Background: an optimization exercise with open tools, aiming at small area, a short achievable clock period and few clock cycles per item. Do not read the settings as production practice. Where RTL was checked, it was by simulation tests only, not by an equivalence proof against the original. For runs 1 and 3, only the layout was checked, not whether the RTL still works. Power and IR drop assume default switching activity.

==> config.mk <==
export PLATFORM = sky130hd
export DESIGN_NAME = bfp_encoder
export DESIGN_NICKNAME = bfp_encoder
export VERILOG_FILES = /design/flow/design.v
export SDC_FILE = /design/flow/constraint.sdc
export NUM_CORES = 8
export LEC_CHECK = 0
export ABC_CLOCK_PERIOD_IN_PS = 40000
export CAP_MARGIN = 20
export CORE_MARGIN = 2
export CORE_UTILIZATION = 40
export SETUP_SLACK_MARGIN = 1.0
export SLEW_MARGIN = 20
==> constraint.sdc <==
create_clock -name core_clock -period 55.0 [get_ports {clk}]
set_input_delay 11.0000 -clock core_clock [delete_from_list [all_inputs] [get_ports {clk}]]
set_output_delay 11.0000 -clock core_clock [all_outputs]
set_load 0.01 [all_outputs]
==> design.v <==
module bfp_encoder (
    input  wire          clk,
    input  wire          rst,
    input  wire          in_valid,
    output wire          in_ready,
    input  wire [1023:0] in_data,      
    input  wire [1:0]    in_fmt,       
    input  wire          in_nudge,     
    input  wire          in_stoch,     
    input  wire          in_reseed,    
    input  wire [15:0]   in_seed,
    output wire          out_valid,
    input  wire          out_ready,
    output wire [527:0]  out_block,    
    output wire [3:0]    out_flags     
);
    localparam [15:0] SEED_DEFAULT = 16'hACE1;
    function [15:0] lfsr_step;
        input [15:0] s;
        begin
            lfsr_step = s[0] ? ((s >> 1) ^ 16'hB400) : (s >> 1);
        end
    endfunction
    function [15:0] lfsr_step32;
        input [15:0] s;
        integer k;
        begin
            lfsr_step32 = s;
            for (k = 0; k < 32; k = k + 1)
                lfsr_step32 = lfsr_step(lfsr_step32);
        end
    endfunction
    reg          a_v;
    reg [1023:0] a_data;
    reg [1:0]    a_fmt;
    reg          a_nudge, a_stoch, a_reseed;
    reg [15:0]   a_seed;
    reg          b_v;
    reg [1023:0] b_data;
    reg [1:0]    b_fmt;
    reg          b_stoch;
    reg [15:0]   b_s0;
    reg [31:0]   b_em;
    reg [7:0]    b_e;
    reg [7:0]    b_nud;
    reg          b_nan, b_inf, b_zero, b_sub, b_cap;
    reg  [15:0]  lfsr;
    reg          ov, vs;
    reg  [531:0] o_r, s_r;
    wire adv = ~vs;
    wire [15:0] s0 = a_reseed ? ((a_seed == 16'd0) ? SEED_DEFAULT : a_seed) : lfsr;
    wire [7:0]  an_e;
    wire [7:0]  an_nud;
    wire [31:0] an_em;
    wire        an_nan, an_inf, an_nrm, an_sub, an_cap;
    bfp_analyze u_an (
        .data(a_data), .fmt(a_fmt), .nudge(a_nudge),
        .e(an_e), .nud(an_nud), .em_o(an_em),
        .has_nan(an_nan), .has_inf(an_inf), .has_nrm(an_nrm), .has_sub(an_sub),
        .e_cap(an_cap)
    );
    wire [527:0] rc_blk;
    wire [3:0]   rc_flg;
    bfp_round u_rd (
        .data(b_data), .fmt(b_fmt), .stoch(b_stoch), .s0(b_s0),
        .em(b_em), .e(b_e), .nud(b_nud),
        .has_nan(b_nan), .has_inf(b_inf), .all_zero(b_zero), .has_sub(b_sub),
        .e_cap(b_cap),
        .blk(rc_blk), .flg(rc_flg)
    );
    assign in_ready  = adv;
    assign out_valid = ov;
    assign out_block = o_r[527:0];
    assign out_flags = o_r[531:528];
    always @(posedge clk) begin
        if (rst) begin
            a_v  <= 1'b0;
            b_v  <= 1'b0;
            ov   <= 1'b0;
            vs   <= 1'b0;
            lfsr <= SEED_DEFAULT;
        end else begin
            if (adv) begin
                a_v <= in_valid;
                b_v <= a_v;
                if (a_v)
                    lfsr <= a_stoch ? lfsr_step32(s0) : s0;
            end
            if (~ov | out_ready) begin
                ov <= vs | (adv & b_v);
                vs <= 1'b0;
            end else if (adv & b_v) begin
                vs <= 1'b1;
            end
        end
        if (adv) begin
            a_data   <= in_data;
            a_fmt    <= in_fmt;
            a_nudge  <= in_nudge;
            a_stoch  <= in_stoch;
            a_reseed <= in_reseed;
            a_seed   <= in_seed;
            b_data   <= a_data;
            b_fmt    <= a_fmt;
            b_stoch  <= a_stoch;
            b_s0     <= s0;
            b_em     <= an_em;
            b_e      <= an_e;
            b_nud    <= an_nud;
            b_nan    <= an_nan;
            b_inf    <= an_inf;
            b_zero   <= ~an_nrm & ~an_inf;
            b_sub    <= an_sub;
            b_cap    <= an_cap;
            s_r      <= {rc_flg, rc_blk};
        end
        if (~ov | out_ready)
            o_r <= vs ? s_r : {rc_flg, rc_blk};
    end
endmodule
module bfp_analyze (
    input  wire [1023:0] data,
    input  wire [1:0]    fmt,
    input  wire          nudge,
    output wire [7:0]    e,
    output wire [7:0]    nud,
    output wire [31:0]   em_o,
    output wire          has_nan,
    output wire          has_inf,
    output wire          has_nrm,
    output wire          has_sub,
    output wire          e_cap
);
    wire fmt4 = (fmt == 2'd1);
    wire fmt8 = (fmt == 2'd2);
    wire [31:0] e_nrm, e_nan, e_inf, e_sub;
    wire [8:0]  key [0:31];
    genvar gi, gb;
    generate
        for (gi = 0; gi < 32; gi = gi + 1) begin : g_cls
            wire [31:0] x   = data[32*gi +: 32];
            wire        exz = ~|x[30:23];
            wire        exo = &x[30:23];
            wire        frz = ~|x[22:0];
            wire        ovf = (&x[22:20]) & (fmt4 | ((&x[19:16]) & (fmt8 | (&x[15:8]))));
            assign e_nrm[gi] = ~exz & ~exo;
            assign e_nan[gi] = exo & ~frz;
            assign e_inf[gi] = exo & frz;
            assign e_sub[gi] = exz & ~frz;
            assign key[gi]   = {x[30:23], ovf & ~exz & ~exo};
        end
    endgenerate
    assign has_nan = |e_nan;
    assign has_inf = |e_inf;
    assign has_nrm = |e_nrm;
    assign has_sub = |e_sub;
    wire [8:0] smax [0:3];
    generate
        for (gi = 0; gi < 4; gi = gi + 1) begin : g_smax
            wire [7:0] alive [0:9];
            assign alive[9] = 8'hFF;
            for (gb = 8; gb >= 0; gb = gb - 1) begin : g_bit
                wire [7:0] kb;
                genvar gl;
                for (gl = 0; gl < 8; gl = gl + 1) begin : g_l
                    assign kb[gl] = key[8*gi+gl][gb];
                end
                assign smax[gi][gb] = |(alive[gb+1] & kb);
                assign alive[gb] = alive[gb+1] & (kb | {8{~smax[gi][gb]}});
            end
        end
    endgenerate
    wire [8:0] bmax;
    generate
        wire [3:0] balive [0:9];
        assign balive[9] = 4'hF;
        for (gb = 8; gb >= 0; gb = gb - 1) begin : g_bmax
            wire [3:0] kb = {smax[3][gb], smax[2][gb], smax[1][gb], smax[0][gb]};
            assign bmax[gb] = |(balive[gb+1] & kb);
            assign balive[gb] = balive[gb+1] & (kb | {4{~bmax[gb]}});
        end
    endgenerate
    wire [7:0] k_blk = bmax[8:1] + {7'd0, bmax[0]};       
    assign e_cap = (bmax == {8'd254, 1'b1});
    assign e     = (has_inf | e_cap) ? 8'd254 : k_blk;
    wire [7:0] em3 = e - 8'd3;
    generate
        for (gi = 0; gi < 4; gi = gi + 1) begin : g_nud
            wire [7:0] sk   = smax[gi][8:1] + {7'd0, smax[gi][0]};
            wire       en   = nudge & ~has_inf & (smax[gi] != 9'd0) & ~(smax[gi] == {8'd254, 1'b1});
            wire       ge3  = (sk <= em3) & (e >= 8'd3);
            wire [1:0] n    = ~en ? 2'd0 : (ge3 ? 2'd3 : (e[1:0] - sk[1:0]));
            wire [7:0] em   = ~en ? e : (ge3 ? em3 : sk);
            assign nud[2*gi +: 2] = n;
            assign em_o[8*gi +: 8] = em;
        end
    endgenerate
endmodule
module bfp_round (
    input  wire [1023:0] data,
    input  wire [1:0]    fmt,
    input  wire          stoch,
    input  wire [15:0]   s0,
    input  wire [31:0]   em,
    input  wire [7:0]    e,
    input  wire [7:0]    nud,
    input  wire          has_nan,
    input  wire          has_inf,
    input  wire          all_zero,
    input  wire          has_sub,
    input  wire          e_cap,
    output reg  [527:0]  blk,
    output reg  [3:0]    flg
);
    function [15:0] lfsr_step;
        input [15:0] s;
        begin
            lfsr_step = s[0] ? ((s >> 1) ^ 16'hB400) : (s >> 1);
        end
    endfunction
    wire fmt4 = (fmt == 2'd1);
    wire fmt8 = (fmt == 2'd2);
    wire [15:0] draw [0:32];
    assign draw[0] = s0;
    genvar gi, gk;
    generate
        for (gi = 0; gi < 32; gi = gi + 1) begin : g_draw
            assign draw[gi+1] = lfsr_step(draw[gi]);
        end
    endgenerate
    wire [4:0] fmt_c = fmt4 ? 5'd12 : (fmt8 ? 5'd8 : 5'd0);
    wire [8:0] sbase [0:3];
    wire [3:0] sbh   [0:3];
    wire [3:0] sbh1  [0:3];
    generate
        for (gi = 0; gi < 4; gi = gi + 1) begin : g_sbh
            assign sbase[gi] = {1'b0, em[8*gi +: 8]} + {4'd0, fmt_c};
            assign sbh[gi]   = sbase[gi][8:5];
            assign sbh1[gi]  = sbase[gi][8:5] - 4'd1;
        end
    endgenerate
    wire [15:0] el_code [0:31];
    wire [31:0] el_sat, el_loss;
    generate
        for (gi = 0; gi < 32; gi = gi + 1) begin : g_rnd
            wire [31:0] x    = data[32*gi +: 32];
            wire        exz  = ~|x[30:23];
            wire        exo  = &x[30:23];
            wire        nrm  = ~exz & ~exo;
            wire        inf  = exo & ~|x[22:0];
            wire [23:0] mant = {1'b1, x[22:0]};
            wire [5:0]  tlo  = {1'b1, sbase[gi/8][4:0]} - {1'b0, x[27:23]};
            wire [4:0]  t    = tlo[4:0];
            wire        hieq = tlo[5] ? (sbh[gi/8]  == {1'b0, x[30:28]})
                                      : (sbh1[gi/8] == {1'b0, x[30:28]});
            wire        tbig = ~hieq | (&t) | ~nrm;           
            wire [30:0] v0 = {mant, 7'd0};
            wire [30:0] v1 = t[0] ? {1'b0,  v0[30:1]}  : v0;
            wire [30:0] v2 = t[1] ? {2'b0,  v1[30:2]}  : v1;
            wire [30:0] v3 = t[2] ? {4'b0,  v2[30:4]}  : v2;
            wire        stk = t[3] & (|v3[7:0]);
            wire [30:0] v4 = t[3] ? {8'b0,  v3[30:8]}  : v3;
            wire [30:0] v5 = t[4] ? {16'b0, v4[30:16]} : v4;
            wire [30:0] v  = tbig ? 31'd0 : v5;
            wire [15:0] r  = draw[gi+1];
            wire [15:0] g0 = v[15:0] & r;
            wire [15:0] p0 = v[15:0] | r;
            wire [7:0]  g1, p1;
            wire [3:0]  g2, p2;
            wire [1:0]  g3, p3;
            for (gk = 0; gk < 8; gk = gk + 1) begin : g_c1
                assign g1[gk] = g0[2*gk+1] | (p0[2*gk+1] & g0[2*gk]);
                assign p1[gk] = p0[2*gk+1] & p0[2*gk];
            end
            for (gk = 0; gk < 4; gk = gk + 1) begin : g_c2
                assign g2[gk] = g1[2*gk+1] | (p1[2*gk+1] & g1[2*gk]);
                assign p2[gk] = p1[2*gk+1] & p1[2*gk];
            end
            for (gk = 0; gk < 2; gk = gk + 1) begin : g_c3
                assign g3[gk] = g2[2*gk+1] | (p2[2*gk+1] & g2[2*gk]);
                assign p3[gk] = p2[2*gk+1] & p2[2*gk];
            end
            wire        cst = g3[1] | (p3[1] & g3[0]);
            wire        up  = stoch ? cst : (v[15] & (v[16] | (|v[14:0]) | (stk & ~tbig)));
            wire [15:0] pa;                                  
            assign pa[0] = 1'b1;
            for (gk = 1; gk < 16; gk = gk + 1) begin : g_pa
                assign pa[gk] = pa[gk-1] & v[16+gk-1];
            end
            wire [14:0] mi  = v[30:16] ^ ({15{up}} & pa[14:0]);
            wire        sat = up & (fmt4 ? pa[3] : (fmt8 ? pa[7] : pa[15]));
            wire        mz  = ~up & ~|v[30:16] & ~inf;
            assign el_code[gi] = {x[31] & ~mz, mi | {15{sat | inf}}};
            assign el_sat[gi]  = sat;
            assign el_loss[gi] = nrm & mz;
        end
    endgenerate
    integer i;
    always @(*) begin
        blk = 528'd0;
        flg = 4'd0;
        if (has_nan) begin
            blk[7:0] = 8'hFF;
            flg[3]   = 1'b1;
        end else if (all_zero) begin
            flg[1]   = has_sub;
        end else begin
            flg[0]    = |el_loss;
            flg[1]    = has_sub;
            flg[2]    = has_inf | e_cap | (|el_sat);
            blk[7:0]  = e;
            blk[15:8] = nud;
            for (i = 0; i < 32; i = i + 1) begin
                if (fmt4)      blk[16 + 4*i +: 4]   = {el_code[i][15], el_code[i][2:0]};
                else if (fmt8) blk[16 + 8*i +: 8]   = {el_code[i][15], el_code[i][6:0]};
                else           blk[16 + 16*i +: 16] = el_code[i];
            end
        end
    end
endmodule
==> run.sh <==
#!/bin/bash
# synth_recipe.tcl (not shown) runs the flow's synth.tcl, then flattens the netlist and writes it again
# the make line also repeats each setting of config.mk as NAME=value (left out here)
make -C /OpenROAD-flow-scripts/flow DESIGN_CONFIG=/design/flow/config.mk WORK_HOME=/design/flow/orfs CLKGATE_MAP_FILE= SYNTH_SCRIPT=/design/flow/synth_recipe.tcl finish
==> flow_summary.yaml, run 1 <==
placed_design:
  placed_area_um2: 219700
  place_congestion: 1.116
  dp.cells: 27261
  dp.final_hpwl_um: 900300
  io_buffers: 1582
  dpl_worst_slack_ns: 38.64
worst_setup_path:
  r2r-start: "a_data[894]$_DFFE_PN_"
  cp-end-kind: "flop"
  crit_path_frequent_cell: "buf_4"
  path_buf_inv: 6
  cp.required_ns: 55.78
  cpLargestDelayFamily: "compound AO/OA/AOI/OAI gates"
  critPathLaunchType: "flop"
  worstReg2RegEnd: "b_em[31]$_DFFE_PN_"
  cpPeakStageDelay_ns: 0.86
  crit_type: "reg2reg"
  cp_max_fo: 21
  arrival_ns: 16.25
  ff2ff_path_depth: 45
  r2r_slack_ns: 39.53
  cp_slowest_cell: "nor3_4"
power:
  pwr-share-seq_pct: 17.2
  p_leak_nw: 87.31
  switchingPower_mw: 9.751
  ir_drop_mv: 0.05475
  power.density_nw_per_um2: 78.11
  p_clk_share_pct: 13.9
  p_comb_share_pct: 68.9
  p_int_mw: 8.407
  swShare_pct: 53.70
synth:
  synth_area_leaders: "edfxtp_1, dfxtp_1, mux2i_1, nand2_1, nor2_1"
  synthArstFlopShare_pct: 0
  syn_inst: 19594
  yosys_warnings: 3
  synth_fp_nets: 20941
  synthTopCellsByCount: "edfxtp_1, nand2_1, nor2_1"
  synth_seq_cells: 3225
  synth_top_area_cell: "edfxtp_1"
  synth_edf_count: 2673
  seq_area_frac_synth_pct: 47.42
  synth_top_area_share_pct: 41.68
  syn_avg_cell_area_um2: 9.828
  dominantRegCellSynth: "edfxtp_1"
  yosysMostFrequentCell: "edfxtp_1"
  synth_area_um2: 192600
  synth_cell_types: 121
grt:
  grt_pass1_wl_um: 1455000
  grt_max_degree: 136
  antenna_found_initial: 221
  first_global_vias: 162745
  grt_util_all_layers_pct: 43.59
  grt_overflow_total: 0
route:
  routed_wl_um: 1107000
  drtAntennaViolNets: 0
  drc: 0
  drtIter0Drc: 28076
  drt_pass1_iterations: 9
  viasPerCell: 6.429
  vias: 181112
  wire_per_inst_um: 39.28
clock_tree:
  cts_hold_buf: 0
  post_cts_resized: 0
  clock_sinks: 3225
  clkTransAtPathRegs_ns: 0.06
  root_buffer: "clkbuf_16"
  cts_setup_buffers: 0
  numCtsBuffers: 352
  h-tree-depth: 5
  clock_latency_ns: 1.08
  cts.path.max_buffers: 4
  cts_tree: "done"
layout:
  nets: 22563
  final_layout_size_suffix_gt1_share_pct: 10.34
  postLayoutCellArea_um2: 232500
  seqCellArea_um2: 91320
  final_util_pct: 48.54
  areaGrowthSynthToFinish_pct: 20.71
  fillers: 44994
  multi_input_area_um2: 97100
  final_cells: 28169
sta:
  fmax_mhz: 64.65
  rsz0062_at_grt: "false"
  period_share_pct: 28.12
  setup_viol_count_final: 0
  slew_headroom_pct: 9.689
  fin_crit_ns: 15.47
  finalClockSkew_ns: 0.1118
  finalMaxSlewViolations: 0
  max_slew.worst_pin.slew_ns: 1.352
  hold_viol_final: 0
  setup-tns-final_ns: 0
  fin_ws_ns: 39.53
floorplan:
  num_rows: 254
  die_area_um2: 487000
  die_x_um: 697.9
  start_util_pct: 40.21
  core_um2: 478900
  num_io_pins: 1583
  fp.dieH_um: 697.9
hold_path:
  hp-class: "reg2reg"
  hold_depth: 0
  hp-start: "a_data[287]$_DFFE_PN_"
  min_to: "b_data[287]$_DFFE_PN_"
flow_run:
  maxCapViolCount: 0
outcome:
  status: "no timing/DRC/antenna violations"
final cells by class:
type / count / area share [%]
Sequential cell: 3225 / 39.29
Clock inverter: 195 / 1.020
Inverter: 553 / 0.8984
Timing Repair Buffer: 2295 / 9.147
Multi-Input combinational cell: 14789 / 41.77
Antenna cell: 250 / 0.2691
Clock buffer: 462 / 4.165
Tap cell: 6400 / 3.445
worst max path at each step:
stage | to | start | slack (ns) | cells past startpoint
4_1_cts | o_r[439]$_DFFE_PP_ | out_ready | 39.74 | 7
3_5_place_dp | o_r[440]$_DFFE_PP_ | out_ready | 38.64 | 7
2_1_floorplan | in_ready | vs$_SDFFE_PP0P_ | 2.45 | 2
5_1_grt | b_em[31]$_DFFE_PN_ | a_data[894]$_DFFE_PN_ | 39.02 | 46
3_3_place_gp | o_r[296]$_DFFE_PP_ | out_ready | 38.67 | 7
6_report | b_em[31]$_DFFE_PN_ | a_data[894]$_DFFE_PN_ | 39.53 | 45
cells by family after synthesis:
| group | synth area share [%] |
|---|---|
| AO/OA/AOI/OAI | 15.62 |
| flip-flops | 47.42 |
| XOR/XNOR | 4.115 |
| AND/OR/NAND/NOR | 17.75 |
| adder cells (fa/ha/maj) | 2.799 |
| buffers and inverters | 3.143 |
| multiplexers | 9.153 |
sequential cells by signal (all words and copies together), names as in the netlist, 2 cells and up:
signal	flops
a_seed	16
b_nud	8
a_data	1024
b_e	8
s_r	532
b_em	32
a_fmt	2
b_fmt	2
lfsr	16
o_r	532
b_s0	16
b_data	1024
placed cells by master (no fill, tap or decap), drive strengths merged, types with 139 or more instances in the layout:
cell,instances
diode,250
xor2,322
nor2,1843
maj3,139
ha,262
edfxtp,2673
dfxtp,552
nand2,2385
and3,143
nand2b,140
a21oi,1275
mux4,179
xnor2,576
mux2i,1054
nor2b,217
inv,572
buf,712
o211ai,202
o22ai,189
o21ai,1239
nor4,560
mux2,270
a31oi,208
clkdlybuf4s50,1582
nor3,486
a211oi,270
nand4,364
nand3,450
clkbuf,463
power groups by stage:
stage          logic, mW  registers [mW]  clock network, mW
6_report            12.5            3.13               2.52
5_1_grt             13.2            3.15               2.61
4_1_cts             12.1            3.12               2.52
3_5_place_dp        12.0            3.17                  0
3_3_place_gp        12.0            3.17                  0
2_1_floorplan       7.69            3.12                  0
worst register-to-register path, delay by kind of cell (launching register included):
kind	cells	cell delay (ns)
AO/OA/AOI/OAI	17	6.04
AND/OR/NAND/NOR	16	4.75
buffers and inverters	6	1.33
adder cells (fa/ha/maj)	3	1.07
XOR/XNOR	1	0.83
multiplexers	2	0.65
flip-flops	1	0.54
per-layer routing:
layer / wire length [µm] / vias to the layer above / share of wire [%] / track usage, %
li1: - / 77326 / - / -
met1: 438700 / 90160 / 40 / 57.25
met2: 450800 / 11349 / 41 / 60.77
met3: 124100 / 2189 / 11 / 12.91
met4: 92320 / 88 / 8.3 / 31.72
met5: 709 / - / 0.064 / 0
stage by stage:
step	total power [mW]	hold slack [ns]
2_1_floorplan	10.81	0.4003
3_3_place_gp	15.20	0.4019
3_5_place_dp	15.18	0.4052
6_report	18.16	0.4122
5_1_grt	18.93	0.4257
4_1_cts	17.72	0.4168
==> run 2: changes to the inputs <==
--- a/design.v
+++ b/design.v
@@ -23,11 +23,2 @@
     endfunction
-    function [15:0] lfsr_step32;
-        input [15:0] s;
-        integer k;
-        begin
-            lfsr_step32 = s;
-            for (k = 0; k < 32; k = k + 1)
-                lfsr_step32 = lfsr_step(lfsr_step32);
-        end
-    endfunction
     reg          a_v;
@@ -50,3 +41,5 @@
     wire adv = ~vs;
-    wire [15:0] s0 = a_reseed ? ((a_seed == 16'd0) ? SEED_DEFAULT : a_seed) : lfsr;
+    wire [15:0] rc_next;
+    wire [15:0] g_cur = b_v ? (b_stoch ? rc_next : b_s0) : lfsr;
+    wire [15:0] s0    = a_reseed ? ((a_seed == 16'd0) ? SEED_DEFAULT : a_seed) : g_cur;
     wire [7:0]  an_e;
@@ -68,3 +61,3 @@
         .e_cap(b_cap),
-        .blk(rc_blk), .flg(rc_flg)
+        .blk(rc_blk), .flg(rc_flg), .s_next(rc_next)
     );
@@ -84,5 +77,4 @@
                 a_v <= in_valid;
-                b_v <= a_v;
-                if (a_v)
-                    lfsr <= a_stoch ? lfsr_step32(s0) : s0;
+                b_v  <= a_v;
+                lfsr <= g_cur;
             end
@@ -212,3 +204,4 @@
     output reg  [527:0]  blk,
-    output reg  [3:0]    flg
+    output reg  [3:0]    flg,
+    output wire [15:0]   s_next        
 );
@@ -230,2 +223,3 @@
     endgenerate
+    assign s_next = draw[32];
     wire [4:0] fmt_c = fmt4 ? 5'd12 : (fmt8 ? 5'd8 : 5'd0);
@@ -284,9 +278,10 @@
             wire        up  = stoch ? cst : (v[15] & (v[16] | (|v[14:0]) | (stk & ~tbig)));
-            wire [15:0] pa;                                  
-            assign pa[0] = 1'b1;
-            for (gk = 1; gk < 16; gk = gk + 1) begin : g_pa
-                assign pa[gk] = pa[gk-1] & v[16+gk-1];
+            wire [15:0] cy;
+            wire [14:0] mi;
+            assign cy[0] = up;
+            for (gk = 0; gk < 15; gk = gk + 1) begin : g_inc
+                assign mi[gk]   = v[16+gk] ^ cy[gk];
+                assign cy[gk+1] = v[16+gk] & cy[gk];
             end
-            wire [14:0] mi  = v[30:16] ^ ({15{up}} & pa[14:0]);
-            wire        sat = up & (fmt4 ? pa[3] : (fmt8 ? pa[7] : pa[15]));
+            wire        sat = fmt4 ? cy[3] : (fmt8 ? cy[7] : cy[15]);
             wire        mz  = ~up & ~|v[30:16] & ~inf;
==> flow/run.sh (new file) <==
#!/bin/bash
# Layout flow: the standard synthesis unchanged, then the standard ORFS
# layout with plain buffers on the ports and timing repair aimed at the
# period the design can reach (a larger setup margin at the same clock).
set -euo pipefail
MARGIN=${MARGIN:-42}
bash standard.sh synth > synth.log 2>&1
bash standard.sh SETUP_SLACK_MARGIN=$MARGIN \
    BUFFER_PORTS_ARGS="-buffer_cell sky130_fd_sc_hd__buf_2" finish > layout.log 2>&1
==> standard.sh (new file) <==
#!/bin/bash
# synth_recipe.tcl (not shown) runs the flow's synth.tcl, then flattens the netlist and writes it again
# the make line also repeats each setting of config.mk as NAME=value (left out here)
make -C /OpenROAD-flow-scripts/flow DESIGN_CONFIG=/design/flow/config.mk WORK_HOME=/design/flow/orfs CLKGATE_MAP_FILE= SYNTH_SCRIPT=/design/flow/synth_recipe.tcl "${@:-finish}"
removed: run.sh
==> flow_summary.yaml, run 2 <==
sta:
  finalMaxSlewViolations: 0
  setup_viol_count_final: 0
  rsz0062_at_grt: "false"
  hold_viol_final: 0
  fin_crit_ns: 12.99
  fmax_mhz: 76.96
  holdWs_ns: 0.4136
  slew_headroom_pct: 10.12
  finalClockSkew_ns: 0.1080
  period_share_pct: 23.63
  max_slew.worst_pin.slew_ns: 1.337
  fin_ws_ns: 42.01
  setup-tns-final_ns: 0
worst_setup_path:
  arrival_ns: 1.99
  cp-end-kind: "output port"
  cp_max_fo: 1
  cpLargestDelayFamily: "flip-flops"
  path_cells: "buf_6"
  critPathLaunchType: "flop"
  cp.required_ns: 44.00
  crit_type: "reg2out"
  path_buf_inv: 1
  cpPeakStageDelay_ns: 0.75
  cp_slowest_cell: "edfxtp_1"
placed_design:
  io_buffers: 1582
  dp.final_hpwl_um: 851900
  placed_area_um2: 211000
  place_congestion: 1.064
  dpl_worst_slack_ns: 38.52
power:
  power.density_nw_per_um2: 77.81
  p_comb_share_pct: 67.8
  ir_drop_mv: 0.07036
  p_leak_nw: 91.47
  switchingPower_mw: 9.293
  pwr-share-seq_pct: 18.2
  swShare_pct: 53.27
  p_int_mw: 8.153
  p_clk_share_pct: 14.0
route:
  drc: 0
  viasPerCell: 6.361
  drt_pass1_iterations: 9
  vias: 173198
  routed_wl_um: 1047000
  drtIter0Drc: 26209
  wire_per_inst_um: 38.46
  drtAntennaViolNets: 0
synth:
  synth_fa_ha_area_share_pct: 5.712
  syn_avg_cell_area_um2: 10.24
  synthTopCellsByCount: "edfxtp_1, nand2_1, nor2_1"
  synth-simple-area-share_pct: 16.17
  synth_top_family_by_area: "simple AND/OR/NAND/NOR gates"
  synth_edf_count: 2673
  synthArstFlopShare_pct: 0
  synth_seq_cells: 3225
  synth_top_area_share_pct: 41.77
  synth_area_um2: 192200
  synth_xor_xnor_area_share_pct: 2.147
  synth_mux_area_share_pct: 10.50
  seq_area_frac_synth_pct: 47.52
  synth_compound_area_share_pct: 14.87
  synth_cell_types: 122
  syn_inst: 18768
  yosysMostFrequentCell: "edfxtp_1"
  yosys_warnings: 3
  synth_area_leaders: "edfxtp_1, dfxtp_1, mux2i_1, ha_1, nand2_1"
  synth_fp_nets: 20563
  synth_top_area_cell: "edfxtp_1"
  dominantRegCellSynth: "edfxtp_1"
grt:
  antenna_found_initial: 179
  use_met1_pct: 55.19
  grt_overflow_total: 0
  grt_pass1_wl_um: 1387000
  grt_use_met3_pct: 9.784
  grt_most_used_layer: "met2"
  grt_max_degree: 189
  first_global_vias: 158840
  met2_usage_pct: 58.72
  grt_util_all_layers_pct: 41.40
layout:
  final_common_cell: "edfxtp_1"
  final_cell_mix: "edfxtp_1, nand2_1, nor2_1"
  nets: 22219
  areaGrowthSynthToFinish_pct: 16.68
  final_layout_size_suffix_gt1_share_pct: 19.08
  postLayoutCellArea_um2: 224200
  top_regs: "a_data: 1024 flops, b_data: 1024 flops"
clock_tree:
  cts_tree: "done"
  clock_sinks: 3225
  cts_hold_buf: 0
  root_buffer: "clkbuf_16"
  clock_latency_ns: 1.08
  cts.path.max_buffers: 4
  h-tree-depth: 5
  clkTransAtPathRegs_ns: 0.06
  numCtsBuffers: 351
hold_path:
  hp-class: "reg2reg"
floorplan:
  die_x_um: 697.1
  num_io_pins: 1583
  fp.dieH_um: 697.1
  start_util_pct: 40.15
  num_rows: 254
  core_um2: 478600
  die_area_um2: 485900
flow_run:
  maxCapViolCount: 0
outcome:
  status: "no timing/DRC/antenna violations"
[run 2: kinds of logic (layout without fill, tap and decap cells)]
| family | after synthesis | after routing |
|---|---|---|
| buf+inv | 1541 | 3493 |
| compound gates | 4413 | 4413 |
| xor+xnor | 462 | 462 |
| other cells | 0 | 105 |
| mux | 1607 | 1607 |
| flops | 3225 | 3225 |
| simple gates | 6637 | 6638 |
| fa+ha+maj | 883 | 883 |
[run 2: per-stage QoR]
| step | instances | total power [mW] | utilization, % |
|---|---|---|---|
| after floorplan | 18768 | 10.18 | - |
| after global placement | 26392 | 14.57 | 44.05 |
| after detailed placement | 26399 | 14.53 | 44.08 |
| after CTS | 27084 | 17.01 | 46.66 |
| after global routing | 27176 | 18.11 | 46.82 |
| final | 27226 | 17.45 | 46.84 |
[run 2: routing by layer]
metal,share of wire (%),wire [µm],vias up
li1,-,-,74784
met1,40,420100,86141
met2,41,429400,10221
met3,10,105500,1982
met4,8.7,91540,70
met5,0.045,474,-
[run 2: worst register-to-register path: cells and delay by family (launching register included)]
family                     cells  cell delay [ns]
DFF                            1             0.71
buffers and inverters          5             1.70
adders and majority gates     17             3.70
and+or+nand+nor                5             1.42
xor gates and xnor gates       5             1.97
muxes                          1             0.13
AOI/OAI and AO/OA             10             2.98
[run 2: area by class of cell]
cell class / instances / area [µm²]
Timing Repair Buffer: 2310 / 13690
Multi-Input combinational cell: 14003 / 97110
Antenna cell: 105 / 262.8
Tap cell: 6400 / 8008
Clock inverter: 204 / 2257
Clock buffer: 446 / 9510
Sequential cell: 3225 / 91320
Fill cell: 45356 / 254400
Inverter: 532 / 2029
Timing Repair inverter: 1 / 16.27
[run 2: power by group through the flow]
stage	Combinational [mW]	Clock (mW)	Sequential, mW
final	11.8	2.45	3.17
after global routing	12.4	2.54	3.18
after CTS	11.4	2.46	3.16
after detailed placement	11.3	0	3.21
after global placement	11.4	0	3.21
after floorplan	7.07	0	3.11
[run 2: final timing paths]
| kind | start | to | cells after the start | slack, ns |
|---|---|---|---|---|
| worst max-delay path | o_r[120]$_DFFE_PP_ | out_block[120] | 1 | 42.01 |
| worst min-delay path | a_data[991]$_DFFE_PN_ | b_data[991]$_DFFE_PN_ | 0 | 0.41 |
| worst max register to register | b_s0[0]$_DFFE_PN_ | o_r[268]$_DFFE_PP_ | 43 | 42.03 |
| worst min register to register | a_data[991]$_DFFE_PN_ | b_data[991]$_DFFE_PN_ | 0 | 0.41 |
[run 2: repair_timing]
action / 4_1_cts / 5_1_grt
setup buffers: 34 / 32
setup endpoints to repair: 302 / 510
cloned: 1 / 1
pin swaps: 13 / 12
resized for setup: 59 / 51
Testbench counts of run 2, summed over its fixed seeds: cycles 4,128, blocks 4,096.
==> run 3: changes to the inputs <==
--- a/design.v
+++ b/design.v
@@ -23,2 +23,11 @@
     endfunction
+    function [15:0] lfsr_step16;
+        input [15:0] s;
+        integer k;
+        begin
+            lfsr_step16 = s;
+            for (k = 0; k < 16; k = k + 1)
+                lfsr_step16 = lfsr_step(lfsr_step16);
+        end
+    endfunction
     reg          a_v;
@@ -33,2 +42,3 @@
     reg [15:0]   b_s0;
+    reg [15:0]   b_s16;        
     reg [31:0]   b_em;
@@ -57,3 +67,3 @@
     bfp_round u_rd (
-        .data(b_data), .fmt(b_fmt), .stoch(b_stoch), .s0(b_s0),
+        .data(b_data), .fmt(b_fmt), .stoch(b_stoch), .s0(b_s0), .s16(b_s16),
         .em(b_em), .e(b_e), .nud(b_nud),
@@ -98,2 +108,3 @@
             b_s0     <= s0;
+            b_s16    <= lfsr_step16(s0);
             b_em     <= an_em;
@@ -195,2 +206,3 @@
     input  wire [15:0]   s0,
+    input  wire [15:0]   s16,
     input  wire [31:0]   em,
@@ -220,3 +232,6 @@
         for (gi = 0; gi < 32; gi = gi + 1) begin : g_draw
-            assign draw[gi+1] = lfsr_step(draw[gi]);
+            if (gi == 15)
+                assign draw[gi+1] = s16;
+            else
+                assign draw[gi+1] = lfsr_step(draw[gi]);
         end
@@ -278,10 +293,9 @@
             wire        up  = stoch ? cst : (v[15] & (v[16] | (|v[14:0]) | (stk & ~tbig)));
-            wire [15:0] cy;
-            wire [14:0] mi;
-            assign cy[0] = up;
-            for (gk = 0; gk < 15; gk = gk + 1) begin : g_inc
-                assign mi[gk]   = v[16+gk] ^ cy[gk];
-                assign cy[gk+1] = v[16+gk] & cy[gk];
+            wire [15:0] pa;
+            assign pa[0] = 1'b1;
+            for (gk = 1; gk < 16; gk = gk + 1) begin : g_pa
+                assign pa[gk] = pa[gk-1] & v[16+gk-1];
             end
-            wire        sat = fmt4 ? cy[3] : (fmt8 ? cy[7] : cy[15]);
+            wire [14:0] mi  = v[30:16] ^ ({15{up}} & pa[14:0]);
+            wire        sat = up & (fmt4 ? pa[3] : (fmt8 ? pa[7] : pa[15]));
             wire        mz  = ~up & ~|v[30:16] & ~inf;
==> flow/run.sh (replaced) <==
#!/bin/bash
# Layout flow: the standard synthesis unchanged, then the standard ORFS
# layout with plain buffers on the ports, a denser floorplan, a smaller clock
# buffer, and timing repair aimed at the period the design can reach (a
# larger setup margin at the same clock).
set -euo pipefail
MARGIN=${MARGIN:-42.5}
bash standard.sh synth > synth.log 2>&1
bash standard.sh SETUP_SLACK_MARGIN=$MARGIN CORE_UTILIZATION=55 \
    CTS_BUF_LIST=sky130_fd_sc_hd__clkbuf_8 \
    BUFFER_PORTS_ARGS="-buffer_cell sky130_fd_sc_hd__buf_2" finish > layout.log 2>&1
==> flow_summary.yaml, run 3 <==
outcome:
  status: "no timing/DRC/antenna violations"
floorplan:
  fp.dieH_um: 600.9
  core_um2: 355400
  num_rows: 219
  num_io_pins: 1583
  die_area_um2: 361100
  start_util_pct: 55.15
  die_x_um: 600.9
sta:
  hold_viol_final: 0
  fmax_mhz: 76.64
  rsz0062_at_grt: "true"
  finalClockSkew_ns: 0.1045
  slew_headroom_pct: 0.9480
  fin_crit_ns: 13.05
  period_share_pct: 23.72
  setup_viol_count_final: 0
  setup-tns-final_ns: 0
  finalMaxSlewViolations: 0
  max_slew.worst_pin.slew_ns: 1.486
synth:
  syn_inst: 19632
  synth_edf_count: 2689
  dominantRegCellSynth: "edfxtp_1"
  synth_fa_ha_area_share_pct: 2.551
  synth_cell_types: 115
  synth_top_family_by_area: "simple AND/OR/NAND/NOR gates"
  synth_seq_cells: 3241
  synth-simple-area-share_pct: 17.44
  synthArstFlopShare_pct: 0
  yosys_warnings: 3
  synth_mux_area_share_pct: 10.57
  synth_xor_xnor_area_share_pct: 3.767
  synth_fp_nets: 20979
  synth_top_area_share_pct: 41.20
  synth_area_leaders: "edfxtp_1, dfxtp_1, mux2i_1, nand2_1, nor2_1"
  synthTopCellsByCount: "edfxtp_1, nand2_1, nor2_1"
  seq_area_frac_synth_pct: 46.84
  yosysMostFrequentCell: "edfxtp_1"
  syn_avg_cell_area_um2: 9.983
  synth_area_um2: 196000
  synth_compound_area_share_pct: 15.65
  synth_top_area_cell: "edfxtp_1"
worst_setup_path:
  crit_start: "vs$_SDFFE_PP0P_"
  crit_type: "reg2out"
  arrival_ns: 2.05
  critPathLaunchType: "flop"
  cp_max_fo: 2
  cp.required_ns: 44.00
  r2r-start: "a_data[30]$_DFFE_PN_"
  cp-end-kind: "output port"
  r2r_slack_ns: 42.97
  ff2ff_path_depth: 45
hold_path:
  hold_depth: 0
  hp-class: "reg2reg"
  hp-start: "a_data[415]$_DFFE_PN_"
placed_design:
  placed_area_um2: 211600
  dp.final_hpwl_um: 787600
  io_buffers: 1582
  place_congestion: 1.158
layout:
  nets: 22700
  postLayoutCellArea_um2: 224300
  top_regs: "a_data: 1024 flops, b_data: 1024 flops"
  final_cell_mix: "edfxtp_1, nand2_1, nor2_1"
  areaGrowthSynthToFinish_pct: 14.44
  final_common_cell: "edfxtp_1"
  fillers: 28223
  final_layout_size_suffix_gt1_share_pct: 18.74
grt:
  first_global_vias: 168562
  grt_max_degree: 199
  antenna_found_initial: 179
  grt_util_all_layers_pct: 53.33
  grt_overflow_total: 0
  grt_pass1_wl_um: 1346000
route:
  drc: 0
  vias: 189697
  viasPerCell: 7.111
  drt_pass1_iterations: 9
  drtAntennaViolNets: 0
  drtIter0Drc: 35943
  wire_per_inst_um: 37.69
  routed_wl_um: 1005000
power:
  ir_drop_mv: 0.08340
  power.density_nw_per_um2: 82.09
  p_leak_nw: 89.40
clock_tree:
  h-tree-depth: 6
  clock_latency_ns: 1.29
  cts_tree: "done"
  cts_hold_buf: 0
  root_buffer: "clkbuf_8"
  numCtsBuffers: 535
  clock_sinks: 3241
  cts.path.max_buffers: 4
  clkTransAtPathRegs_ns: 0.07
flow_run:
  maxCapViolCount: 0
-- run 3: cell count changes in the layout (fill, tap and decap cells not counted), moves of 120 or more --
cell / before / now
clkbuf_8: 20 / 582
ha_1: 707 / 258
clkbuf_16: 359 / 0
xnor2_1: 182 / 445
inv_1: 515 / 715
xor2_1: 125 / 278
nand3_1: 302 / 451
a21oi_1: 943 / 1080
o21ai_0: 1277 / 1157
-- run 3: metal layers --
layer | GRT usage (%) | vias up | share of wire [%]
li1 | - | 78131 | -
met1 | 66.66 | 90371 | 35
met2 | 69.19 | 17390 | 38
met3 | 24.95 | 3711 | 17
met4 | 44.40 | 94 | 10
met5 | 0.2643 | - | 0.075
-- run 3: timing repair --
| item | 4_1_cts | 5_1_grt |
|---|---|---|
| setup endpoints to repair | 809 | 731 |
| resized for setup | 129 | 40 |
| pin swaps | 5 | 4 |
| buffers inserted | 18 | 17 |
| cloned | 4 | 0 |
-- run 3: worst paths after layout --
check | end
max | in_ready
max reg2reg | b_em[23]$_DFFE_PN_
min | b_data[415]$_DFFE_PN_
min reg2reg | b_data[415]$_DFFE_PN_
-- run 3: through the flow --
stage	instances	hold WS (ns)	utilization (%)	power (mW)	setup slack, ns
finish	26676	0.3868	63.11	18.41	41.95
global route	26575	0.3945	63.04	18.96	42.01
CTS	26516	0.3959	62.83	17.58	41.95
detailed placement	25522	0.4045	59.55	15.31	40.74
global placement	25520	0.4023	59.53	15.25	40.84
floorplan	19632	0.4003	-	11.19	39.16
-- run 3: report_power, final --
part / leakage, nW / switching (mW) / total [mW] / internal (mW)
Sequential: 33.6 / 0.244 / 3.19 / 2.95
Clock: 6.14 / 1.13 / 2.26 / 1.14
Combinational: 49.6 / 8.70 / 13.0 / 4.26
-- run 3: cell families (layout without fill, tap and decap cells) --
| family | Yosys count | in the layout |
|---|---|---|
| AO/OA/AOI/OAI | 4672 | 4672 |
| flip-flops | 3241 | 3241 |
| buffers and inverters | 1632 | 3788 |
| other | 0 | 137 |
| XOR/XNOR | 842 | 842 |
| AND/OR/NAND/NOR | 7181 | 7181 |
| adder cells (fa/ha/maj) | 398 | 398 |
| multiplexers | 1666 | 1666 |
-- run 3: critical path, cell delays in order (launching register included) --
cell and delay, ns:
dfxtp_4 0.52, clkinv_16 0.12, buf_6 0.14
-- run 3: final cells by class --
type | instances | area, µm² | share of cell area, %
Timing Repair inverter | 3 | 48.80 | 0.02176
Timing Repair Buffer | 2232 | 13440 | 5.990
Inverter | 581 | 2212 | 0.9863
Clock buffer | 582 | 8010 | 3.571
Multi-Input combinational cell | 14759 | 99530 | 44.38
Tap cell | 4751 | 5944 | 2.650
Sequential cell | 3241 | 91800 | 40.93
Clock inverter | 390 | 2959 | 1.319
Antenna cell | 137 | 342.8 | 0.1529
==> run 4: changes to the inputs <==
--- a/design.v
+++ b/design.v
@@ -49,2 +49,3 @@
     reg          ov, vs;
+    reg          rdy;           
     reg  [531:0] o_r, s_r;
@@ -73,3 +74,3 @@
     );
-    assign in_ready  = adv;
+    assign in_ready  = rdy;
     assign out_valid = ov;
@@ -83,2 +84,3 @@
             vs   <= 1'b0;
+            rdy  <= 1'b1;
             lfsr <= SEED_DEFAULT;
@@ -91,6 +93,8 @@
             if (~ov | out_ready) begin
-                ov <= vs | (adv & b_v);
-                vs <= 1'b0;
+                ov  <= vs | (adv & b_v);
+                vs  <= 1'b0;
+                rdy <= 1'b1;
             end else if (adv & b_v) begin
-                vs <= 1'b1;
+                vs  <= 1'b1;
+                rdy <= 1'b0;
             end
==> flow/run.sh (replaced) <==
#!/bin/bash
# Layout flow: the standard synthesis unchanged, then the standard ORFS
# layout with plain buffers on the ports, larger clock-sink clusters (a
# smaller, shallower clock tree), and timing repair aimed at the period the
# design can reach (a larger setup margin at the same clock).
set -euo pipefail
MARGIN=${MARGIN:-42.5}
bash standard.sh synth > synth.log 2>&1
bash standard.sh SETUP_SLACK_MARGIN=$MARGIN CORE_UTILIZATION=40 \
    CAP_MARGIN=30 SLEW_MARGIN=30 \
    CTS_CLUSTER_SIZE=24 CTS_CLUSTER_DIAMETER=80 \
    BUFFER_PORTS_ARGS="-buffer_cell sky130_fd_sc_hd__buf_2" finish > layout.log 2>&1
==> flow_summary.yaml, run 4 <==
placed_design:
  place_congestion: 1.145
  dp.final_hpwl_um: 881800
  io_buffers: 1582
  dpl_worst_slack_ns: 38.93
worst_setup_path:
  arrival_ns: 1.83
  path_cells: "buf_2"
  cpLargestDelayFamily: "flip-flops"
  cp_max_fo: 1
  cp.required_ns: 44.00
  cp-end-kind: "output port"
  cp_slowest_cell: "edfxtp_1"
  path_buf_inv: 1
  crit_type: "reg2out"
  cpPeakStageDelay_ns: 0.59
  critPathLaunchType: "flop"
synth:
  syn_avg_cell_area_um2: 9.919
  synth_top_area_share_pct: 41.57
  synth_seq_cells: 3242
  synth_fp_nets: 20930
  seq_area_frac_synth_pct: 47.27
  dominantRegCellSynth: "edfxtp_1"
  synth_cell_types: 113
  yosysMostFrequentCell: "edfxtp_1"
  syn_inst: 19583
  synthTopCellsByCount: "edfxtp_1, nand2_1, nor2_1"
  synth_area_um2: 194200
  synthArstFlopShare_pct: 0
  yosys_warnings: 3
  synth_area_leaders: "edfxtp_1, mux2i_1, dfxtp_1, nand2_1, nor2_1"
  synth_top_area_cell: "edfxtp_1"
  synth_edf_count: 2689
grt:
  use_met1_pct: 56.21
  grt_pass1_wl_um: 1422000
  grt_overflow_total: 0
  first_global_vias: 162314
  met2_usage_pct: 59.28
  grt_most_used_layer: "met2"
  grt_use_met3_pct: 11.14
  antenna_found_initial: 244
  grt_util_all_layers_pct: 42.22
  grt_max_degree: 219
clock_tree:
  cts_hold_buf: 0
  h-tree-depth: 4
  clock_latency_ns: 1.02
  root_buffer: "clkbuf_16"
  clkTransAtPathRegs_ns: 0.10
  clock_sinks: 3242
  cts.path.max_buffers: 4
  numCtsBuffers: 204
  cts_tree: "done"
sta:
  max_slew.worst_pin.slew_ns: 1.268
  holdWs_ns: 0.4258
  setup-tns-final_ns: 0
  setup_viol_count_final: 0
  fin_crit_ns: 12.83
  fmax_mhz: 77.94
  hold_viol_final: 0
  finalClockSkew_ns: 0.07165
  slew_headroom_pct: 14.87
  rsz0062_at_grt: "true"
  fin_ws_ns: 42.17
  finalMaxSlewViolations: 0
  period_share_pct: 23.33
flow_run:
  maxCapViolCount: 0
floorplan:
  num_rows: 255
  die_area_um2: 491200
  fp.dieH_um: 700.9
  die_x_um: 700.9
  num_io_pins: 1583
  start_util_pct: 40.21
  core_um2: 483100
route:
  routed_wl_um: 1081000
  wire_per_inst_um: 38.74
  drtIter0Drc: 26986
  drc: 0
  drtAntennaViolNets: 0
  vias: 179653
  viasPerCell: 6.439
  drt_pass1_iterations: 9
power:
  ir_drop_mv: 0.06452
  p_leak_nw: 87.46
  power.density_nw_per_um2: 79.76
hold_path:
  hp-class: "reg2reg"
layout:
  top_regs: "a_data: 1024 flops, b_data: 1024 flops"
  final_cell_mix: "edfxtp_1, nand2_1, nor2_1"
  final_layout_size_suffix_gt1_share_pct: 17.85
  areaGrowthSynthToFinish_pct: 15.26
  nets: 22507
  final_common_cell: "edfxtp_1"
  final_util_pct: 46.35
outcome:
  status: "no timing/DRC/antenna violations"
## run 4: changes by cell type in the layout (fill, tap and decap cells not counted), sizes merged, moves of 28 or more
| cell | before | now |
|---|---|---|
| mux2 | 303 | 228 |
| nor2 | 1789 | 1820 |
| maj3 | 100 | 128 |
| mux2i | 1071 | 1114 |
| buf | 2231 | 2395 |
| a21oi | 1103 | 1178 |
| o21a | 154 | 120 |
| or3 | 143 | 110 |
| mux4 | 292 | 254 |
| inv | 767 | 608 |
| clkinv | 163 | 47 |
| clkbuf | 583 | 284 |
| nand2 | 2332 | 2442 |
## run 4: cell type report
cell class | instances | area, µm²
Inverter | 569 | 2170
Timing Repair Buffer | 2399 | 15430
Multi-Input combinational cell | 14744 | 99100
Clock inverter | 94 | 1443
Fill cell | 46453 | 259200
Clock buffer | 281 | 5508
Sequential cell | 3242 | 91830
Tap cell | 6425 | 8039
Antenna cell | 146 | 365.4
## run 4: logic make-up after synthesis
kind of cell	synth area share, %
AOI/OAI and AO/OA	15.40
and+or+nand+nor	17.60
muxes	10.01
xor gates and xnor gates	3.831
DFF	47.27
buffers and inverters	3.172
adders and majority gates	2.718
## run 4: report_power, final
| group | leakage (nW) | total [mW] | internal (mW) | switching [mW] |
|---|---|---|---|---|
| clock network | 3.31 | 1.73 | 0.763 | 0.970 |
| logic | 50.5 | 12.9 | 4.17 | 8.77 |
| registers | 33.6 | 3.18 | 2.94 | 0.232 |
## run 4: repair_timing
item / CTS / global route
cloned: 2 / 4
resized for setup: 312 / 150
buffers inserted: 69 / 63
endpoints found under the setup margin: 962 / 806
pin swaps: 14 / 27
## run 4: metrics by stage
step	power (mW)	instance area, µm²	instances
2_1_floorplan	11.05	194300	19583
3_3_place_gp	15.59	212900	27223
3_5_place_dp	15.60	213400	27233
4_1_cts	17.39	222000	27679
5_1_grt	18.63	223700	27819
6_report	17.86	223900	27900
## run 4: layer usage
layer / wire length (µm) / part of all wire, %
met3: 117100 / 11
met2: 438300 / 41
met5: 759 / 0.070
met1: 430500 / 40
met4: 94350 / 8.7
## run 4: worst paths after layout
check / startpoint / end / slack [ns] / cells past startpoint
worst max-delay path: o_r[326]$_DFFE_PP_ / out_block[326] / 42.17 / 1
worst min register to register: a_data[63]$_DFFE_PN_ / b_data[63]$_DFFE_PN_ / 0.43 / 0
worst max register to register: b_fmt[1]$_DFFE_PN_ / o_r[528]$_DFFE_PP_ / 42.63 / 34
worst min-delay path: a_data[63]$_DFFE_PN_ / b_data[63]$_DFFE_PN_ / 0.43 / 0
Testbench counts of run 4, summed over its fixed seeds: cycles 4,128, blocks 4,096.
==> run 5: changes to the inputs <==
--- a/flow/run.sh
+++ b/flow/run.sh
@@ -6,5 +6,5 @@
 set -euo pipefail
-MARGIN=${MARGIN:-42.5}
+MARGIN=${MARGIN:-43}
 bash standard.sh synth > synth.log 2>&1
-bash standard.sh SETUP_SLACK_MARGIN=$MARGIN CORE_UTILIZATION=40 \
+bash standard.sh SETUP_SLACK_MARGIN=$MARGIN CORE_UTILIZATION=45 \
     CAP_MARGIN=30 SLEW_MARGIN=30 \
==> flow_summary.yaml, run 5 <==
outcome:
  status: "no timing/DRC/antenna violations"
placed_design:
  place_congestion: 1.124
  dpl_worst_slack_ns: 39.09
  io_buffers: 1582
  dp.cells: 26504
  dp.final_hpwl_um: 838800
  placed_area_um2: 212300
synth:
  dominantRegCellSynth: "edfxtp_1"
  syn_avg_cell_area_um2: 9.919
  synth_area_leaders: "edfxtp_1, mux2i_1, dfxtp_1, nand2_1, nor2_1"
  synth_area_um2: 194200
  synth_seq_cells: 3242
  syn_inst: 19583
  synthTopCellsByCount: "edfxtp_1, nand2_1, nor2_1"
  synth_top_area_cell: "edfxtp_1"
  synth_top_area_share_pct: 41.57
  yosys_warnings: 3
  seq_area_frac_synth_pct: 47.27
  synth_cell_types: 113
  synth_edf_count: 2689
  yosysMostFrequentCell: "edfxtp_1"
  synthArstFlopShare_pct: 0
  synth_fp_nets: 20930
flow_run:
  maxCapViolCount: 0
sta:
  slew_headroom_pct: 15.68
  finalMaxSlewViolations: 0
  fmax_mhz: 77.60
  fin_ws_ns: 42.11
  max_slew.worst_pin.slew_ns: 1.230
  holdWs_ns: 0.4276
  rsz0062_at_grt: "true"
  finalClockSkew_ns: 0.1188
  setup-tns-final_ns: 0
  hold_viol_final: 0
  setup_viol_count_final: 0
  period_share_pct: 23.43
  fin_crit_ns: 12.89
layout:
  final_cells: 27212
  postLayoutCellArea_um2: 222700
  top_regs: "a_data: 1024 flops, b_data: 1024 flops"
  final_common_cell: "edfxtp_1"
  final_cell_mix: "edfxtp_1, nand2_1, nor2_1"
  nets: 22505
  areaGrowthSynthToFinish_pct: 14.65
  final_layout_size_suffix_gt1_share_pct: 17.93
  final_util_pct: 51.75
worst_setup_path:
  crit_type: "reg2out"
  critPathLaunchType: "flop"
  cp.required_ns: 44.00
  crit_cells: 1
  arrival_ns: 1.89
  cp_slowest_cell: "edfxtp_1"
  path_cells: "buf_2"
  cp-end-kind: "output port"
  cp_max_fo: 1
  cpPeakStageDelay_ns: 0.61
  ff2ff_path_depth: 32
  path_buf_inv: 1
  cpLargestDelayFamily: "flip-flops"
power:
  pwr-share-seq_pct: 17.9
  report.power.total_mw: 17.63
  swShare_pct: 55.61
  p_comb_share_pct: 72.5
  p_clk_share_pct: 9.7
  p_int_mw: 7.827
  ir_drop_mv: 0.05773
  switchingPower_mw: 9.804
  power.density_nw_per_um2: 79.17
  p_leak_nw: 87.34
grt:
  grt_pass1_wl_um: 1369000
  grt_max_degree: 249
  grt_util_all_layers_pct: 45.56
  first_global_vias: 160844
  grt_overflow_total: 0
  antenna_found_initial: 206
route:
  drc: 0
  drtIter0Drc: 29226
  wire_per_inst_um: 38.05
  drtAntennaViolNets: 0
  routed_wl_um: 1036000
  drt_pass1_iterations: 7
  viasPerCell: 6.658
  vias: 181184
floorplan:
  num_io_pins: 1583
  die_area_um2: 436900
  die_x_um: 661
  fp.dieH_um: 661
  core_um2: 430300
  num_rows: 241
  start_util_pct: 45.14
clock_tree:
  root_buffer: "clkbuf_16"
  cts_hold_buf: 0
  clkTransAtPathRegs_ns: 0.09
  clock_sinks: 3242
  cts_tree: "done"
  numCtsBuffers: 199
  cts.path.max_buffers: 4
  h-tree-depth: 4
  clock_latency_ns: 1.06
hold_path:
  hold_depth: 0
  hp-class: "reg2reg"
## run 5: changes by cell type in the layout (fill, tap and decap cells not counted), moves of 6 or more
cell,delta
diode_2,+28
clkbuf_1,+9
a21oi_1,-7
xnor2_1,-13
clkbuf_16,-8
xnor2_2,+13
inv_12,+6
buf_6,-51
inv_6,-6
buf_2,+52
## run 5: timing repair
item,CTS,global route
resized for setup,263,124
setup buffers,77,71
cloned,1,6
pin swaps,22,39
endpoints found under the setup margin,937,819
## run 5: final timing paths
path	start	end	slack (ns)
setup / recovery	o_r[249]$_DFFE_PP_	out_block[249]	42.11
hold / removal	a_data[639]$_DFFE_PN_	b_data[639]$_DFFE_PN_	0.43
setup reg to reg	b_fmt[0]$_DFFE_PN_	o_r[528]$_DFFE_PP_	43.00
hold reg to reg	a_data[639]$_DFFE_PN_	b_data[639]$_DFFE_PN_	0.43
## run 5: layer usage
layer	track usage [%]	up-vias	share of wire [%]
li1	-	77224	-
met1	60.08	89293	38
met2	61.98	12283	40
met3	12.87	2286	12
met4	37.16	98	9.7
met5	0	-	0.071
## run 5: power groups by stage
stage	combinational, mW	sequential, mW	clock, mW
detailed placement	12.1	3.19	0
global placement	12.1	3.20	0
CTS	12.3	3.14	1.70
floorplan	7.91	3.14	0
finish	12.8	3.15	1.70
global route	13.4	3.16	1.78
## run 5: worst register-to-register path, delay by kind of cell (launching register included)
family          cells  cell delay, ns
compound gates      7            2.24
xor+xnor            1            0.14
fa+ha+maj           3            1.40
buf+inv             6            1.64
flops               1            0.41
simple gates       15            5.84
## run 5: kinds of logic after synthesis
family                   Yosys count  synth area share (%)
AND/OR/NAND/NOR                 7246                 17.60
AO/OA/AOI/OAI                   4626                 15.40
flip-flops                      3242                 47.27
buffers and inverters           1600                 3.172
multiplexers                    1596                 10.01
XOR/XNOR                         847                 3.831
adder cells (fa/ha/maj)          426                 2.718
## run 5: cell type report
type / count / area, µm²
repair buffers: 2399 / 15140
inverters: 569 / 2170
fillers: 39722 / 207600
clock buffers: 280 / 5316
diodes: 174 / 435.4
clock inverters: 91 / 1463
multi-input cells: 14747 / 99200
well taps: 5710 / 7144
flip-flops and latches: 3242 / 91830
==> run 6: changes to the inputs <==
--- a/flow/run.sh
+++ b/flow/run.sh
@@ -6,3 +6,3 @@
 set -euo pipefail
-MARGIN=${MARGIN:-43}
+MARGIN=${MARGIN:-42.4}
 bash standard.sh synth > synth.log 2>&1
@@ -11,2 +11,2 @@
     CTS_CLUSTER_SIZE=24 CTS_CLUSTER_DIAMETER=80 \
-    BUFFER_PORTS_ARGS="-buffer_cell sky130_fd_sc_hd__buf_2" finish > layout.log 2>&1
+    BUFFER_PORTS_ARGS="-buffer_cell sky130_fd_sc_hd__buf_1" finish > layout.log 2>&1
==> flow_summary.yaml, run 6 <==
outcome:
  status: "no timing/DRC/antenna violations"
route:
  viasPerCell: 6.625
  drtIter0Drc: 27994
  drtAntennaViolNets: 0
  wire_per_inst_um: 37.71
  drt_pass1_iterations: 7
  vias: 179600
  drc: 0
  routed_wl_um: 1022000
synth:
  synth_fp_nets: 20930
  synth_area_leaders: "edfxtp_1, mux2i_1, dfxtp_1, nand2_1, nor2_1"
  yosysMostFrequentCell: "edfxtp_1"
  seq_area_frac_synth_pct: 47.27
  synth_top_area_cell: "edfxtp_1"
  syn_inst: 19583
  synth_top_area_share_pct: 41.57
  yosys_warnings: 3
  synthArstFlopShare_pct: 0
  syn_avg_cell_area_um2: 9.919
  synth_edf_count: 2689
  synth_seq_cells: 3242
  synth_area_um2: 194200
  dominantRegCellSynth: "edfxtp_1"
  synthTopCellsByCount: "edfxtp_1, nand2_1, nor2_1"
  synth_cell_types: 113
clock_tree:
  cts.path.max_buffers: 4
  clock_latency_ns: 1.05
  h-tree-depth: 4
  clkTransAtPathRegs_ns: 0.09
  cts_hold_buf: 0
  clock_sinks: 3242
  cts_tree: "done"
  root_buffer: "clkbuf_16"
  numCtsBuffers: 196
power:
  report.power.total_mw: 17.53
  ir_drop_mv: 0.06051
  power.density_nw_per_um2: 79.95
  p_leak_nw: 82.30
worst_setup_path:
  ff2ff_path_depth: 31
  crit_cells: 1
  cp_slowest_cell: "edfxtp_1"
  critPathLaunchType: "flop"
  path_buf_inv: 1
  cp.required_ns: 44.00
  cpPeakStageDelay_ns: 0.60
  arrival_ns: 1.85
  cp-end-kind: "output port"
  crit_type: "reg2out"
  path_cells: "buf_6"
  cp_max_fo: 1
  cpLargestDelayFamily: "flip-flops"
layout:
  nets: 22432
  final_cells: 27111
  final_layout_size_suffix_gt1_share_pct: 10.66
  final_cell_mix: "edfxtp_1, nand2_1, nor2_1"
  areaGrowthSynthToFinish_pct: 12.91
  postLayoutCellArea_um2: 219300
  final_common_cell: "edfxtp_1"
  top_regs: "a_data: 1024 flops, b_data: 1024 flops"
  final_util_pct: 50.97
floorplan:
  start_util_pct: 45.14
  die_area_um2: 436900
  num_io_pins: 1583
  core_um2: 430300
  fp.dieH_um: 661
  num_rows: 241
  die_x_um: 661
grt:
  grt_pass1_wl_um: 1353000
  antenna_found_initial: 212
  grt_util_all_layers_pct: 44.98
  first_global_vias: 159746
  grt_overflow_total: 0
  grt_max_degree: 224
sta:
  holdWs_ns: 0.4261
  max_slew.worst_pin.slew_ns: 1.222
  fin_crit_ns: 12.85
  finalClockSkew_ns: 0.09873
  rsz0062_at_grt: "true"
  period_share_pct: 23.37
  setup_viol_count_final: 0
  fmax_mhz: 77.80
  finalMaxSlewViolations: 0
  slew_headroom_pct: 17.68
  fin_ws_ns: 42.15
  hold_viol_final: 0
  setup-tns-final_ns: 0
placed_design:
  place_congestion: 1.112
  dp.final_hpwl_um: 826800
  dpl_worst_slack_ns: 39.68
  io_buffers: 1582
  placed_area_um2: 210300
  dp.cells: 26503
flow_run:
  maxCapViolCount: 0
hold_path:
  hp-class: "reg2reg"
  hold_depth: 0
[run 6: timing repair]
action | CTS | global route
gates resized for setup | 212 | 152
buffers inserted | 38 | 42
pin swaps | 7 | 16
endpoints found under the setup margin | 510 | 313
cloned | 1 | 7
[run 6: final cells by class]
cell class	instances	area, µm²
clock inverters	83	1301
fillers	40122	211000
clock buffers	276	5309
multi-input cells	14749	98860
well taps	5710	7144
diodes	155	387.9
flip-flops and latches	3242	91830
repair buffers	2327	12310
inverters	569	2172
[run 6: logic make-up after synthesis]
logic type	count (synthesis)	share of synthesized area [%]
adder cells (fa/ha/maj)	426	2.718
AND/OR/NAND/NOR	7246	17.60
buffers and inverters	1600	3.172
multiplexers	1596	10.01
XOR/XNOR	847	3.831
flip-flops	3242	47.27
AO/OA/AOI/OAI	4626	15.40
[run 6: where the power goes]
| group | total [mW] | switching (mW) | internal (mW) |
|---|---|---|---|
| Clock | 1.68 | 0.945 | 0.732 |
| Combinational | 12.7 | 8.60 | 4.10 |
| Sequential | 3.15 | 0.212 | 2.94 |
[run 6: per-layer routing]
| layer | GRT usage, % | vias to the layer above | routed length, µm |
|---|---|---|---|
| li1 | - | 77066 | - |
| met1 | 58.23 | 88527 | 390800 |
| met2 | 61.28 | 11711 | 408000 |
| met3 | 14.23 | 2222 | 125700 |
| met4 | 36.73 | 74 | 97340 |
| met5 | 0 | - | 605 |
[run 6: path summary, 6_finish.rpt]
path / startpoint / end / slack (ns)
worst max-delay path: o_r[512]$_DFFE_PP_ / out_block[512] / 42.15
worst min-delay path: a_data[703]$_DFFE_PN_ / b_data[703]$_DFFE_PN_ / 0.43
worst max register to register: b_fmt[1]$_DFFE_PN_ / o_r[528]$_DFFE_PP_ / 42.44
worst min register to register: a_data[703]$_DFFE_PN_ / b_data[703]$_DFFE_PN_ / 0.43
==> run 7: changes to the inputs <==
--- a/flow/run.sh
+++ b/flow/run.sh
@@ -6,3 +6,3 @@
 set -euo pipefail
-MARGIN=${MARGIN:-42.4}
+MARGIN=${MARGIN:-42.25}
 bash standard.sh synth > synth.log 2>&1
@@ -10,3 +10,3 @@
     CAP_MARGIN=30 SLEW_MARGIN=30 \
-    CTS_CLUSTER_SIZE=24 CTS_CLUSTER_DIAMETER=80 \
+    CTS_CLUSTER_SIZE=27 CTS_CLUSTER_DIAMETER=90 \
     BUFFER_PORTS_ARGS="-buffer_cell sky130_fd_sc_hd__buf_1" finish > layout.log 2>&1
==> flow_summary.yaml, run 7 <==
outcome:
  status: "no timing/DRC/antenna violations"
synth:
  dominantRegCellSynth: "edfxtp_1"
  synth_seq_cells: 3242
  yosysMostFrequentCell: "edfxtp_1"
  synth_area_leaders: "edfxtp_1, mux2i_1, dfxtp_1, nand2_1, nor2_1"
  yosys_warnings: 3
  synth_cell_types: 113
  synthArstFlopShare_pct: 0
  synth_top_area_cell: "edfxtp_1"
  seq_area_frac_synth_pct: 47.27
  synth_area_um2: 194200
  synth_top_area_share_pct: 41.57
  synthTopCellsByCount: "edfxtp_1, nand2_1, nor2_1"
  syn_inst: 19583
  syn_avg_cell_area_um2: 9.919
  synth_edf_count: 2689
  synth_fp_nets: 20930
route:
  drtIter0Drc: 28376
  wire_per_inst_um: 37.76
  viasPerCell: 6.626
  drt_pass1_iterations: 7
  drc: 0
  drtAntennaViolNets: 0
  vias: 179353
  routed_wl_um: 1022000
worst_setup_path:
  cp.required_ns: 44.00
  cp_max_fo: 1
  cp_slowest_cell: "edfxtp_1"
  cp-end-kind: "output port"
  cpPeakStageDelay_ns: 0.62
  path_cells: "buf_6"
  critPathLaunchType: "flop"
  arrival_ns: 1.87
  cpLargestDelayFamily: "flip-flops"
  crit_type: "reg2out"
  path_buf_inv: 1
placed_design:
  place_congestion: 1.112
  io_buffers: 1582
  placed_area_um2: 210300
  dp.cells: 26503
  dp.final_hpwl_um: 826800
  dpl_worst_slack_ns: 39.68
clock_tree:
  clkTransAtPathRegs_ns: 0.10
  numCtsBuffers: 178
  cts_hold_buf: 0
  clock_latency_ns: 1.05
  h-tree-depth: 4
  clock_sinks: 3242
  cts.path.max_buffers: 4
  cts_tree: "done"
  root_buffer: "clkbuf_16"
flow_run:
  maxCapViolCount: 0
layout:
  areaGrowthSynthToFinish_pct: 12.36
  postLayoutCellArea_um2: 218300
  final_layout_size_suffix_gt1_share_pct: 9.734
  nets: 22402
  fillers: 40253
  final_common_cell: "edfxtp_1"
  final_cells: 27068
  final_cell_mix: "edfxtp_1, nand2_1, nor2_1"
  top_regs: "a_data: 1024 flops, b_data: 1024 flops"
floorplan:
  die_area_um2: 436900
  fp.dieH_um: 661
  num_rows: 241
  num_io_pins: 1583
  start_util_pct: 45.14
  core_um2: 430300
  die_x_um: 661
power:
  swShare_pct: 55.84
  p_comb_share_pct: 72.6
  p_int_mw: 7.707
  p_leak_nw: 81.40
  power.density_nw_per_um2: 79.97
  ir_drop_mv: 0.05795
  p_clk_share_pct: 9.3
  pwr-share-seq_pct: 18.1
  switchingPower_mw: 9.747
grt:
  grt_max_degree: 224
  first_global_vias: 159722
  grt_overflow_total: 0
  grt_util_all_layers_pct: 44.97
  antenna_found_initial: 205
  grt_pass1_wl_um: 1352000
sta:
  fmax_mhz: 77.71
  fin_ws_ns: 42.13
  setup_viol_count_final: 0
  fin_crit_ns: 12.87
  slew_headroom_pct: 18.67
  hold_viol_final: 0
  period_share_pct: 23.40
  finalClockSkew_ns: 0.1019
  setup-tns-final_ns: 0
  max_slew.worst_pin.slew_ns: 1.207
  rsz0062_at_grt: "true"
  finalMaxSlewViolations: 0
hold_path:
  hp-class: "reg2reg"
run 7: cells by family after synthesis:
group,synth area share (%)
XOR/XNOR,3.831
adder cells (fa/ha/maj),2.718
AO/OA/AOI/OAI,15.40
AND/OR/NAND/NOR,17.60
multiplexers,10.01
flip-flops,47.27
buffers and inverters,3.172
run 7: metrics by stage:
stage | hold WS [ns] | util (%) | power, mW
global placement | 0.4024 | 48.76 | 15.26
global route | 0.4373 | 50.67 | 18.19
detailed placement | 0.4051 | 48.87 | 15.29
finish | 0.4303 | 50.72 | 17.45
floorplan | 0.4003 | - | 11.05
CTS | 0.4290 | 50.44 | 16.92
run 7: area by class of cell:
class	count	area [µm²]	area share (%)
sequential	3242	91820	42.07
timing repair buffer	2319	11770	5.392
clock buffer	258	4882	2.237
antenna	154	385.4	0.1766
tap	5710	7144	3.273
multi-input combinational	14745	98770	45.26
inverter	569	2172	0.9952
clock inverter	71	1310	0.6002
run 7: per-layer routing:
| metal | GRT usage [%] | part of all wire [%] | vias up |
|---|---|---|---|
| li1 | - | - | 76925 |
| met1 | 58.48 | 38 | 88291 |
| met2 | 61.21 | 40 | 11887 |
| met3 | 13.75 | 12 | 2192 |
| met4 | 36.95 | 9.9 | 58 |
| met5 | 0 | 0.037 | - |
run 7: path summary, 6_finish.rpt:
path	from	slack [ns]	to	cells past startpoint
worst max register to register	b_fmt[1]$_DFFE_PN_	42.54	o_r[528]$_DFFE_PP_	31
worst min-delay path	a_data[319]$_DFFE_PN_	0.43	b_data[319]$_DFFE_PN_	0
worst max-delay path	o_r[512]$_DFFE_PP_	42.13	out_block[512]	1
worst min register to register	a_data[319]$_DFFE_PN_	0.43	b_data[319]$_DFFE_PN_	0
run 7: timing repair:
item	CTS	global route
endpoints found under the setup margin	175	215
setup buffers	35	35
pin swaps	6	15
resized for setup	64	64
gates cloned	1	3
run 7: worst register-to-register path: cells and delay by family, from the launching register on:
family / cells / cell delay, ns
adder cells (fa/ha/maj): 4 / 1.82
AO/OA/AOI/OAI: 7 / 2.28
XOR/XNOR: 1 / 0.18
flip-flops: 1 / 0.45
buffers and inverters: 6 / 1.66
AND/OR/NAND/NOR: 13 / 5.88
run 7: power groups by stage:
stage	Sequential, mW	Combinational [mW]	Clock, mW
floorplan	3.14	7.91	0
global route	3.17	13.3	1.69
finish	3.15	12.7	1.62
global placement	3.20	12.1	0
detailed placement	3.20	12.1	0
CTS	3.15	12.2	1.62

## static timing again, ports no longer ideal
In the flow no input, the clock included, has a driving cell. The finished layouts below were timed again as built, in two steps.
Step 1 (the two cells are an assumption about what drives the block):
set clk [get_ports {clk}]
set_driving_cell -lib_cell sky130_fd_sc_hd__clkbuf_16 $clk
set_driving_cell -lib_cell sky130_fd_sc_hd__buf_2 [delete_from_list [all_inputs] $clk]
Step 2 adds t to the input delays and takes it off the output delays; t is the mean of the earliest and latest rising clock arrival at the registers after step 1. Input paths then give back, and output paths get back, about the clock's delay inside the block.
Slacks: no drivers / after step 1 / after step 2; pairs: no drivers / after step 1.
run | t (ns) | setup WS [ns] | cell pins on the clock port's net
run 1 | 1.168 | 39.532 / 39.532 / 38.578 | 1
run 2 | 1.171 | 42.006 / 41.864 / 41.058 | 1
run 3 | 1.379 | 41.952 / 41.818 / 41.304 | 1
run 4 | 1.120 | 42.170 / 42.029 / 41.516 | 1
run 5 | 1.147 | 42.114 / 41.971 / 41.986 | 1
run 6 | 1.135 | 42.147 / 42.011 / 41.450 | 1
run 7 | 1.142 | 42.132 / 41.987 / 41.261 | 1
After both steps every run listed still meets setup and hold. The setup slack of run 1, which loses most, moves by 0.000 ns with the drivers and by -0.954 ns with both steps.
